Source: an optimization exercise on an open RTL-to-GDS flow (aim: small area and few clock cycles). Production flows keep margins and buffers that such runs may drop. In this exercise RTL edits were held to simulation tests only and were not proved equivalent to the original. No activity file was given, so power comes from the tool's default toggle rates.

### flow/design.v
module ks_shim_ecc (
    input  wire         clk,
    input  wire         rst_n,
    input  wire         req_valid,
    output wire         req_ready,
    input  wire         req_op,
    input  wire [15:0]  req_word,
    input  wire [127:0] req_data,
    input  wire [79:0]  req_chk,
    output reg          resp_valid,
    output reg  [127:0] resp_data,
    output reg  [15:0]  resp_ce,
    output reg  [15:0]  resp_ue,
    output wire         prom_valid,
    output wire [15:0]  prom_word,
    input  wire [127:0] enc_data,
    output wire [79:0]  enc_chk
);
    genvar g;
    integer i;
    function [3:0] chk4;
        input [7:0] d;
        begin
            chk4[0] = d[0] ^ d[1] ^ d[3] ^ d[4] ^ d[6];
            chk4[1] = d[0] ^ d[2] ^ d[3] ^ d[5] ^ d[6];
            chk4[2] = d[1] ^ d[2] ^ d[3] ^ d[7];
            chk4[3] = d[4] ^ d[5] ^ d[6] ^ d[7];
        end
    endfunction
    generate
        for (g = 0; g < 16; g = g + 1) begin : g_enc
            wire [7:0] d = enc_data[8*g +: 8];
            assign enc_chk[5*g +: 4] = chk4(d);
            assign enc_chk[5*g + 4]  = d[0] ^ d[1] ^ d[2] ^ d[4] ^ d[5] ^ d[7];
        end
    endgenerate
    wire [127:0] dec_q;
    wire [15:0]  dec_ce;
    wire [15:0]  dec_ue;
    wire [63:0]  dec_s;
    generate
        for (g = 0; g < 16; g = g + 1) begin : g_dec
            wire [7:0] d = req_data[8*g +: 8];
            wire [4:0] k = req_chk[5*g +: 5];
            wire [3:0] s = chk4(d) ^ k[3:0];
            wire       e = ^{d, k};
            wire       big = s[3] & s[2] & (s[1] | s[0]);    
            wire       ce = e & ~big;
            wire       ue = e ? big : (s != 4'd0);
            wire [7:0] flip = {s == 4'd12, s == 4'd11, s == 4'd10, s == 4'd9,
                               s == 4'd7,  s == 4'd6,  s == 4'd5,  s == 4'd3};
            assign dec_q[8*g +: 8] = ue ? 8'd0 : (d ^ flip);
            assign dec_ce[g] = ce;
            assign dec_ue[g] = ue;
            assign dec_s[4*g +: 4] = s;
        end
    endgenerate
    reg         sv;
    reg  [15:0] s_word;
    reg  [3:0]  s_byte;
    reg  [3:0]  s_syn;
    reg  [4:0]  p_cnt;
    reg         p_acc;
    reg  [15:0] p_word;
    reg  [3:0]  ptr;
    wire        is_read = req_valid && !req_op;
    wire        blocked = p_acc && (p_cnt[4:1] != 4'd0);
    reg  [15:0] rem;
    reg  [3:0]  first_idx, last_idx;
    reg         have_first;
    reg  [15:0] first_oh, last_oh;
    always @* begin
        for (i = 0; i < 16; i = i + 1)
            rem[i] = dec_ce[i] && (i >= ptr) && is_read;
        first_idx = 4'd0;
        last_idx  = 4'd0;
        first_oh  = 16'd0;
        last_oh   = 16'd0;
        for (i = 15; i >= 0; i = i - 1)
            if (rem[i]) first_idx = i[3:0];
        for (i = 0; i < 16; i = i + 1)
            if (rem[i]) last_idx = i[3:0];
        first_oh[first_idx] = 1'b1;
        last_oh[last_idx]   = 1'b1;
        have_first = (rem != 16'd0);
    end
    wire rem_none = !have_first;
    wire rem_one  = have_first && (first_idx == last_idx);
    wire rem_le2  = ((rem & ~first_oh & ~last_oh) == 16'd0);
    wire avail = !sv && !blocked;
    assign req_ready = rem_none || (avail && rem_le2) || (sv && !blocked && rem_one);
    wire accept      = req_valid && req_ready;
    wire accept_read = accept && !req_op;
    wire do_wipe     = accept && req_op;
    wire in_ev    = avail && have_first;
    wire ev_valid = sv || in_ev;
    wire [15:0] ev_word = sv ? s_word : req_word;
    wire [3:0]  ev_byte = sv ? s_byte : first_idx;
    wire [3:0]  ev_syn  = sv ? s_syn  : dec_s[4*first_idx +: 4];
    wire store_ld = accept_read && ((avail && !rem_one && !rem_none) || (sv && rem_one));
    reg          v   [0:15];
    reg          two [0:15];
    reg  [23:0]  key [0:15];
    wire [23:0] ev_key = {ev_word, ev_byte, ev_syn};
    reg  [15:0] hit_v;
    reg         hit, hit_two;
    reg         full;
    reg  [15:0] x;
    reg  [15:0] sx;      
    always @* begin
        full = 1'b1;
        for (i = 0; i < 16; i = i + 1) begin
            hit_v[i] = v[i] && (key[i] == ev_key);
            if (!v[i]) full = 1'b0;
        end
        hit = (hit_v != 16'd0);
        hit_two = 1'b0;
        for (i = 0; i < 16; i = i + 1) begin
            if (hit_v[i] && two[i]) hit_two = 1'b1;
            x[i] = !v[i] || (full && !two[i]);
        end
        sx[15] = x[15];
        for (i = 14; i >= 0; i = i - 1)
            sx[i] = sx[i+1] || x[i];
    end
    wire promote = ev_valid && hit && hit_two;
    wire bump    = ev_valid && hit && !hit_two;
    wire insert  = ev_valid && !hit;
    wire no_x    = !sx[0];
    always @(posedge clk) begin
        for (i = 0; i < 16; i = i + 1) begin
            if (insert && (sx[i] || no_x)) begin
                if (i == 0) begin
                    v[i]   <= 1'b1;
                    two[i] <= 1'b0;
                    key[i] <= ev_key;
                end else begin
                    v[i]   <= v[i-1];
                    two[i] <= two[i-1];
                    key[i] <= key[i-1];
                end
            end else begin
                if (promote && hit_v[i]) v[i] <= 1'b0;
                if (bump && hit_v[i])    two[i] <= 1'b1;
            end
            if (!rst_n || do_wipe)
                v[i] <= 1'b0;
        end
    end
    always @(posedge clk) begin
        resp_data <= dec_q;
        resp_ce   <= dec_ce;
        resp_ue   <= dec_ue;
        if (!rst_n) begin
            resp_valid <= 1'b0;
            sv         <= 1'b0;
            ptr        <= 4'd0;
            p_cnt      <= 5'd0;
            p_acc      <= 1'b0;
        end else begin
            resp_valid <= accept_read;
            sv         <= store_ld;
            if (accept || !req_valid)
                ptr <= 4'd0;
            else if (in_ev)
                ptr <= first_idx + 4'd1;
            p_cnt <= p_cnt - {4'd0, prom_valid} + {4'd0, promote};
            p_acc <= !(in_ev && !accept);
        end
        if (store_ld) begin
            s_word <= req_word;
            s_byte <= last_idx;
            s_syn  <= dec_s[4*last_idx +: 4];
        end
        if (promote)
            p_word <= ev_word;
    end
    assign prom_valid = p_acc && (p_cnt != 5'd0);
    assign prom_word  = p_word;
endmodule
### flow/constraint.sdc
create_clock -name core_clock -period 10.0 [get_ports {clk}]
set_input_delay 2.0000 -clock core_clock [delete_from_list [all_inputs] [get_ports {clk}]]
set_output_delay 2.0000 -clock core_clock [all_outputs]
set_load 0.01 [all_outputs]
### flow/run.sh
#!/bin/bash
# synth_recipe.tcl (not shown) runs the flow's synth.tcl, then flattens the netlist and writes it again
# the make line also repeats each setting of config.mk as NAME=value (left out here)
make -C /OpenROAD-flow-scripts/flow DESIGN_CONFIG=/design/flow/config.mk WORK_HOME=/design/flow/orfs CLKGATE_MAP_FILE= SYNTH_SCRIPT=/design/flow/synth_recipe.tcl finish
### flow/config.mk
export PLATFORM = sky130hd
export DESIGN_NAME = ks_shim_ecc
export DESIGN_NICKNAME = ks_shim_ecc
export VERILOG_FILES = /design/flow/design.v
export SDC_FILE = /design/flow/constraint.sdc
export NUM_CORES = 4
export LEC_CHECK = 0
export CAP_MARGIN = 20
export CORE_MARGIN = 2
export CORE_UTILIZATION = 40
export SLEW_MARGIN = 20
==> summary.txt <==
path summary, 6_finish.rpt:
| kind | startpoint | end | depth (start not counted) |
|---|---|---|---|
| setup / recovery | req_data[0] | req_ready | 19 |
| hold / removal | key[2][4] | key[3][4] | 0 |
| setup reg to reg | ptr[2] | p_cnt[4] | 29 |
| hold reg to reg | key[2][4] | key[3][4] | 0 |
metal layers:
metal  global-route usage [%]  part of all wire [%]  vias up  wire length (microns)
met5                        0                 0.016        -                     22
met4                    6.796                   2.3        4                   3113
li1                         -                     -    14510                      -
met2                    44.77                    47     1256                  64090
met3                    4.122                   7.4      185                  10010
met1                    36.77                    43    15360                  58160
stage by stage:
step | utilization [%] | setup TNS [ns] | cells | instance area [sq um] | hold slack, ns
final | 53.51 | 0 | 5702 | 50690 | 0.4635
after detailed placement | 50.53 | -0.01730 | 5559 | 47860 | 0.4539
after global routing | 53.50 | -0.04387 | 5699 | 50680 | 0.4698
after global placement | 50.53 | 0 | 5559 | 47860 | 0.4488
after CTS | 53.16 | 0 | 5692 | 50360 | 0.4616
after floorplan | - | 0 | 3505 | 38170 | 0.4264
cell type report:
type,count,share of cell area [%]
tap,1265,3.123
clock inverter,34,0.8961
inverter,96,0.7159
antenna,5,0.02469
clock buffer,99,3.992
timing repair buffer,905,16.81
sequential,628,33.48
multi-input combinational,2670,40.96
flip-flops by register name, summed over array words and instances (netlist names), 5 cells and up:
register   count
s_word        16
resp_data    128
two           16
p_word        16
v             16
resp_ue       16
p_cnt          5
resp_ce       16
key          384
cell usage in the layout (no fill, tap or decap), types with 42 or more instances in the layout:
cell type        synthesis  final
xor2_1                 340    340
a21oi_1                185    184
buf_4                    6    276
o21ai_0                135    133
o31ai_1                 42     42
xnor3_1                 53     51
nor3_1                  56     53
edfxtp_1               439    439
xnor2_1                586    558
nand4_1                 51     51
clkdlybuf4s50_1          0    614
nor4_1                  68     66
dfxtp_1                189    188
inv_1                   89     89
nand2_1                225    225
nor2_1                 255    254
nand3_1                 78     78
clkbuf_16                0     77
kinds of logic after synthesis:
kind of cell / synth area share (%)
XOR/XNOR: 26.63
AND/OR/NAND/NOR: 11.38
AO/OA/AOI/OAI: 13.46
flip-flops: 44.45
buffers and inverters: 2.229
multiplexers: 1.219
adder cells (fa/ha/maj): 0.6294
power by group through the flow:
stage	logic (uW)	registers, uW	clock network (uW)
finish	10200	5550	2780
global route	10900	5690	2940
CTS	9990	5540	2840
detailed placement	9930	5590	0
global placement	9930	5550	0
floorplan	5560	5430	0
timing repair:
action                                  CTS  global route
pin swaps                                 0             8
setup buffers                             0             5
hold endpoints to repair                  0             0
gates resized for setup                   3            43
endpoints found under the setup margin    1             1
gates cloned                              0             0
==> summary.txt <==
Max-slew headroom at the worst pin: 21.84%. The sum of overflow across all layers after global routing was 0. The top cell type by area accounts for 34.54% of the synthesized area.

At the end of routability-driven placement, the weighted congestion stood at 1.006. Summed over all instances, the cell type with the most area after synthesis is edfxtp_1. Counting instances in the post-synthesis netlist gives the leading cell types as xnor2_1, edfxtp_1, xor2_1. The remaining routing DRC violations came out at 0.

After the first detailed-routing iteration, the DRC count stood at 2417. The logs give 0 for the final count of pins violating max slew and 7.78 ns for the data arrival at the endpoint of the critical path. Counting flops with an async set or reset pin after synthesis yields a share of 0%. For this configuration, the core starts out at a cell density of 40.29%. In this run the register-to-register setup slack is 2.55 ns. The count of buffers added on input and output ports is 614. For this run, the detailed router's first-pass iteration total came to 6. The most common cell in the synthesized netlist is xnor2_1. STA puts the critical path data required time at 8.00 ns.

At the end of the flow, the number of nets in the layout was 4748. IR analysis of the VDD net gives a maximum drop of 0.2119 mV. The path type of the worst min-delay path was reg2reg.

By area the synthesized netlist is led by edfxtp_1, xnor2_1, dfxtp_1. Cell at the slowest stage of the critical path: clkdlybuf4s50_1. The relative contribution of combinational cells to total power was 55.1%. Leakage component of the power: 0.01858 uW. The switching share of total power is 42.98%. The clock net in this run drives a total of 628 sinks. The internal power was 10580 uW; the half-perimeter wire length after detailed placement was 110600 microns. The mean instance size in the synthesized netlist was 10.89 sq um; the via count of the first global-routing pass was 30760.

At the pin with the least slew margin, the transition time is 1.163 ns. The synthesized design contains 439 enable-type register cells. The fmax is 102.3 MHz. The number of setup violations in the final report is 0, and the sequential element share of the synthesized area is 44.45%. Of all nets on the critical path, the largest fanout is 6. The maximum level of the CTS H-tree is 3, and the largest net degree at the start of global routing is 57.

Yosys mapped the design onto 139 distinct sky130hd cell types. After floorplanning, the core was divided into 113 placement rows. After clock tree synthesis, the clock-pin slew on the worst setup and hold paths is 0.06 ns. In this run the power density over the cells is 366.2 nW/um^2. The layout has 8458 filler cells.

For the largest buffer count on any clock path, the log shows 3. The signal on the critical path passes through clkdlybuf4s50_1, xnor2_1, xnor3_1, a2111oi_2, nor3_2, and3_1, nor3_4, buf_4, o211a_4, nor4_4, nand3_1, a21oi_1, nand2_1, a32oi_1, a31oi_1, or4_1, nor4_1, a211o_1, clkdlybuf4s50_1. The die is 312.9 microns wide.

Number of top-level pins: 615. Across all layers, the routed design uses 31310 vias. For the minimum setup slack in the final design, the log shows 0.2245 ns.

Per report_power, the clock group accounts for 15.0% of the total. Height of the die: 312.9 microns. Summed over all nets, the switching power comes to 7977 uW. During synthesis, Yosys emitted a total of 4 warnings.

The tool flagged a number of max-cap violations equal to 0. The final layout contains routed wiring with a total length of 135400 microns. The area added between synthesis and finish was 32.80%. Category of the worst setup path capture point: an output pin. Initial antenna violation count: 6.

Path type of the worst setup path: in2out. In the final layout, flip-flops and latches occupy 16970 sq um. The cell class contributing the biggest share of worst-path delay is simple AND/OR/NAND/NOR gates.

The startpoint class of the critical path was an input pin. The detail-routed via count per cell came out at 5.492. Global routing used 26.93% of the available tracks across all layers. On the final layout, the worst clock skew is 0.02702 ns. The post-route minimum period is 9.775 ns. Before CTS, the worst setup slack after placement is -0.01730 ns.

Of the available clock period, the critical path in the final layout requires 97.75%. The number of flip-flops and latches in the synthesized netlist works out to 628. The first global-routing pass estimated 198900 microns of wire. The detail route stage leaves a number of antenna-violating nets equal to 0. Total power: 18560 uW. The most numerous cell type found on the critical path is clkdlybuf4s50_1.

The prevailing post-synth register cell is edfxtp_1. The number of nets produced by synthesis was 3878; the full die area was 97910 sq um. Ratio of cells with drive above 1 in the final layout: 13.29%.

For the worst-skew pair, the clock arrives at the later sink with an insertion delay of 0.66 ns. The per-cell routed wire length is 23.75 microns. The combined area of all synthesized cells came out at 38170 sq um.

The multi-input combinational cells in the finished layout cover a total of 20760 sq um. TritonCTS created 74 clock buffers. The library cell used as clock root buffer is clkbuf_16.

The number of hold violations in the final report came out at 0. TritonCTS built the clock tree. The delay contributed by the slowest stage of the critical path is 0.63 ns, and the part of the power in registers is 29.9%. The quantity of hold-fixing buffers added after cts was 0. The core region is 94730 sq um. The number of instances in the synthesized netlist was 3505.

The flow ran to the end and the layout has no timing, DRC or antenna violations. The number of buffers and inverters on the critical path is 3.
Testbench counts, summed over its fixed seeds: cycles 24,630.

## static timing again, ports no longer ideal
How much do the figures lean on ideal ports? The routed layout below was timed once more, with nothing changed but the port constraints.
Step 1, drivers: a clkbuf_16 drives clk and a buf_2 each remaining input, both assumed.
Step 2 also shifts input and output timing later by t, the mid clock arrival at the registers, as if the neighbouring blocks saw the same clock.
a / b / c = ideal ports / drivers / drivers and shift; a / b = the first two.
t (ns): 0.706
setup WS [ns]: 0.225 / 0.175 / 0.062
worst setup path after step 2: input to register
latest minus earliest clock arrival (ns): 0.028 / 0.028
pins driven straight from the clock port: 1
After both steps this run still meets setup and hold. For this run, drivers alone change the setup slack by -0.050 ns; drivers and shift together by -0.163 ns.
